This design comes from an exercise in tuning for small area, a short achievable clock period and few clock cycles per item on the open sky130 flow, not from production work. Only simulation tests tie the RTL to the original design; equivalence was not proved.

// rail_law
module rail_law (
    input  wire               clk,
    input  wire               rst,
    input  wire               start,
    input  wire               op_start,
    output wire               ready,
    output wire               done,
    input  wire signed [23:0] e_in,
    input  wire [15:0]        v_mv,
    input  wire [15:0]        vbus_mv,
    input  wire [17:0]        i_ma,
    input  wire [17:0]        ilim_ma,
    input  wire [23:0]        pin_mw,
    input  wire [23:0]        pshare_mw,
    input  wire               pshare_ok,
    input  wire [15:0]        tstage,
    input  wire [5:0]         n_act,
    input  wire               slam_en,
    input  wire               iloop_en,
    input  wire               ploop_en,
    input  wire               tloop_en,
    input  wire               vnorm,
    input  wire [1:0]         band_qual,
    input  wire [23:0]        band_out,
    input  wire [23:0]        band_in,
    input  wire [15:0]        slam_max,
    input  wire [15:0]        dmax,
    input  wire [15:0]        vbus_ref_mv,
    input  wire [9:0]         rloss,
    input  wire [15:0]        tlim,
    input  wire signed [31:0] b0,
    input  wire signed [31:0] b1,
    input  wire signed [31:0] b2,
    input  wire signed [31:0] a1,
    input  wire signed [31:0] a2,
    input  wire [31:0]        kp_i,
    input  wire [31:0]        ki_i,
    input  wire [31:0]        kp_p,
    input  wire [31:0]        ki_p,
    input  wire [31:0]        kp_t,
    input  wire [31:0]        ki_t,
    output wire [15:0]        d_rail,
    output reg  [1:0]         regime,
    output wire [1:0]         loop,
    output reg                armed,
    output reg  [15:0]        slam_frames,
    output reg  [31:0]        slam_events,
    output reg  [31:0]        slam_timeouts,
    output wire [31:0]        limit_frames
);
Settings: LEC_CHECK=0, CAP_MARGIN=20, CORE_MARGIN=2, CORE_UTILIZATION=40, PLACE_DENSITY=0.6, SLEW_MARGIN=20, BUFFER_PORTS_ARGS=-buffer_cell sky130_fd_sc_hd__buf_2; clock period 28.0 ns.
standard.sh (not shown) runs the stock make flow with config.mk's settings and CLKGATE_MAP_FILE= SYNTH_SCRIPT=/design/flow/synth_recipe.tcl, a recipe that flattens the netlist after the stock synthesis.
==> flow/flow/run.sh <==
#!/bin/bash
# The standard layout (standard.sh), with plain buffers in place of the
# default delay-cell buffers on the input and output ports: every port still
# gets its buffer. The output of the run goes to standard.log here.
set -e
export BUFFER_PORTS_ARGS="-buffer_cell sky130_fd_sc_hd__buf_2"
echo 'export BUFFER_PORTS_ARGS = -buffer_cell sky130_fd_sc_hd__buf_2' >> config.mk
bash standard.sh > standard.log 2>&1
Testbench counts at the start, summed over its fixed seeds: cycles 121,620, frames 9,600.
Edit:
--- a/flow/design.v
+++ b/flow/design.v
@@ -249,36 +249,37 @@
             default: begin ea_n = {8'd0, tlim};      eb_n = {8'd0, tstage}; ep_n = ep2; epv_n = epv[2]; end
         endcase
     end
     wire [26:0] cs_a = {3'd0, ea_n};
     wire [26:0] cs_b = ~{3'd0, eb_n};
     wire [26:0] cs_c = ~{ep_n[25], ep_n};
     wire [26:0] cs_s = cs_a ^ cs_b ^ cs_c;
     wire [26:0] cs_y = (cs_a & cs_b) | (cs_a & cs_c) | (cs_b & cs_c);
     wire signed [26:0] derr_r = cs_s + {cs_y[25:0], 1'b1} + 27'd1;
     wire signed [26:0] derr_n = epv_n ? derr_r : 27'sd0;
+    reg  signed [25:0] eq;
     wire signed [26:0] derr_k = dq;
     wire [17:0] g_eff = qlo[17:0];
     reg signed [31:0] m_nx;
     reg signed [32:0] xo, yo;
     always @* begin
         xo = 33'sd0;
         yo = 33'sd0;
         case (op_s1)
             O_B0: begin xo = {b0[31], b0}; yo = {{9{e_in[23]}}, e_in}; end
             O_XR: begin xo = {15'd0, i_ma}; yo = {23'd0, rloss}; end
             O_B1: begin xo = {b1[31], b1}; yo = fq ? {{9{e_in[23]}}, e_in} : {{9{e1[23]}}, e1}; end
             O_B2: begin xo = {b2[31], b2}; yo = {{9{e2[23]}}, e2}; end
             O_A1: begin xo = {a1[31], a1}; yo = {f1[31], f1}; end
             O_A2: begin xo = {a2[31], a2}; yo = {f2[31], f2}; end
             O_IP, O_TP: begin xo = {1'b0, kp_k}; yo = {{6{derr_k[26]}}, derr_k}; end
-            O_II, O_PI, O_TI: begin xo = {{7{err_k[25]}}, err_k}; yo = {1'b0, ki_k}; end
+            O_II, O_PI, O_TI: begin xo = {{7{eq[25]}}, eq}; yo = {1'b0, ki_k}; end
             O_PP: begin xo = {{6{derr_k[26]}}, derr_k}; yo = {1'b0, kp_k}; end
             O_G:  begin
                 xo = (slow && sj == 2'd0) ? {f1[31], f1} : {m_nx[31], m_nx};
                 yo = {17'd0, g_eff[15:0]};
             end
             default: ;
         endcase
     end
     wire        yfit  = (yo[32:16] == {17{yo[16]}});
     wire [16:0] mbc   = yfit ? yo[16:0] : (ch_s1 ? yo[32:16] : {1'b0, yo[15:0]});
@@ -382,21 +383,21 @@
                 has_n = 1'b1;
                 if (!cv && c_low) begin
                     c_n  = cidx;
                     cv_n = 1'b1;
                 end
             end
         end
         m_nx = m_n;
     end
     assign spec_bad = tk && !slow && (!has_m || c_lt2 || c_eq1);
-    wire fastc = !slow && !(cv_n && (c_n != e0_n));
+    wire fastc = 1'b0;
     wire signed [34:0] pp    = acc[50:16];
     wire               sat_h = !pp[34] && ((pp[33:31] != 3'd0) || (&pp[30:0]));
     wire               sat_l = pp[34] && !(&pp[33:31]);
     wire               sat_le = sat_l || (pp[34:31] == 4'hF && pp[30:0] == 31'd0);
     wire signed [31:0] dd32  = sat_h ? 32'sh7FFF_FFFF : sat_le ? -32'sh8000_0000 : pp[31:0];
     wire [16:0]        rg    = {1'b0, acc[15:0]} + {1'b0, g_eff[15:0]};
     wire               tie   = e1v && (g_eff[17:16] == 2'd0) && !rg[16];
     wire               d_neg = pp[34];
     wire               d_big = |pp[33:25];
     wire               d_hgt = pp[23:8] > dmax_q;
@@ -430,21 +431,23 @@
             go_slow = (c_q != e0_q);
         end else begin
             win = tie ? e1_q : e0_q;
         end
     end
     wire [24:0] dsel = (dsel_k == 2'd0) ? 25'd0 : (dsel_k == 2'd1) ? dmax_frac : pp[24:0];
     wire        fin_ok = !slow || sat_le;
     wire [24:0] d_sum   = pp[24:0] + 25'd128;
     wire [15:0] d16_d   = d_sum[24] ? 16'hFFFF : d_sum[23:8];
     wire [15:0] d16     = (dsel_k == 2'd0) ? 16'd0 : (dsel_k == 2'd1) ? dmax_q : d16_d;
-    wire [31:0] lf_n    = (win != 2'd0 && !(&lf_q)) ? lf_q + 32'd1 : lf_q;
+    wire [31:0] lf_inc  = (&lf_q) ? lf_q : lf_q + 32'd1;
+    wire        lf_up   = (win != 2'd0);
+    wire [31:0] lf_n    = (lf_inc & {32{lf_up}}) | (lf_q & {32{!lf_up}});
     assign done         = done_q | v3f;
     assign d_rail       = v3f ? d16 : d_rail_q;
     assign loop         = v3f ? win : loop_q;
     assign limit_frames = v3f ? lf_n : lf_q;
     wire [3:0] partx = {part, lin_m};
     reg  [1:0] sj_nx;
     integer q2;
     always @* begin
         sj_nx = 2'd3;
         for (q2 = 3; q2 >= 0; q2 = q2 - 1)
@@ -458,20 +461,21 @@
     law_div u_div (.rem(rem), .qlo(qlo), .d(dd), .rem_o(rem_o), .qlo_o(qlo_o));
     wire [15:0] vbus_nz = (vbus_mv == 16'd0) ? 16'd1 : vbus_mv;
     wire [5:0]  n_nz    = (n_act == 6'd0) ? 6'd1 : n_act;
     wire [15:0] pv      = rem[15:0];
     wire [15:0] pb      = dd[15:0];
     wire [28:0] pre_num = {3'd0, pv, 10'd0} - {9'd0, pv, 4'd0} - {10'd0, pv, 3'd0} + {1'b0, qlo};
     wire [25:0] pre_den = {pb, 10'd0} - {6'd0, pb, 4'd0} - {7'd0, pb, 3'd0};
     wire        g_sat   = {1'b0, vbus_ref_mv} >= {vbus_nz, 1'b0};
     always @(posedge clk) begin
         dq    <= derr_n;
+        eq    <= err_k;
         o2    <= op_s1;
         ma_q  <= xo;
         mb_q  <= mbc;
         sh2   <= !yfit & ch_s1;
         last2 <= last1;
         acc   <= sh2 ? {sum[49:0], acc[15:0]} : sum;
     end
     always @(posedge clk) begin
         if (rst) begin
             done_q        <= 1'b0;
Effect: The new run produced a clean layout; global-route usage falls by 1.5 points; non-clock buffer count fell by 22; hold slack improves by 5.9 ps; synthesized cell count is lower by 1.4%; via count came out lower by 3.8%; sequential share of layout area grows by 0.55 points.
Testbench counts after the change, summed over its fixed seeds: cycles 130,653, frames 9,600.

==> re-timing with driven ports <==
In the flow no input, the clock included, has a driving cell. The finished layouts below were timed again as built, in two steps.
Step 1, drivers: a clkbuf_16 drives clk and a buf_2 each remaining input, both assumed.
Step 2 also shifts input and output timing later by t, the mid clock arrival at the registers, as if the neighbouring blocks saw the same clock.
a / b / c = ideal / step 1 / step 2; a / b = the first two.
run | shift t [ns] | setup WS [ns] | hold slack, ns | worst slew at a driven data input, ns
the first run | 0.849 | 16.959 / 16.851 / 17.377 | 0.457 / 0.457 / 0.457 | 0.29
the second run | 0.801 | 18.534 / 18.551 / 17.787 | 0.463 / 0.463 / 0.463 | 0.20
After both steps every run listed still meets setup and hold. For the second run, which loses most, drivers alone change the setup slack by +0.017 ns; drivers and shift together by -0.747 ns.
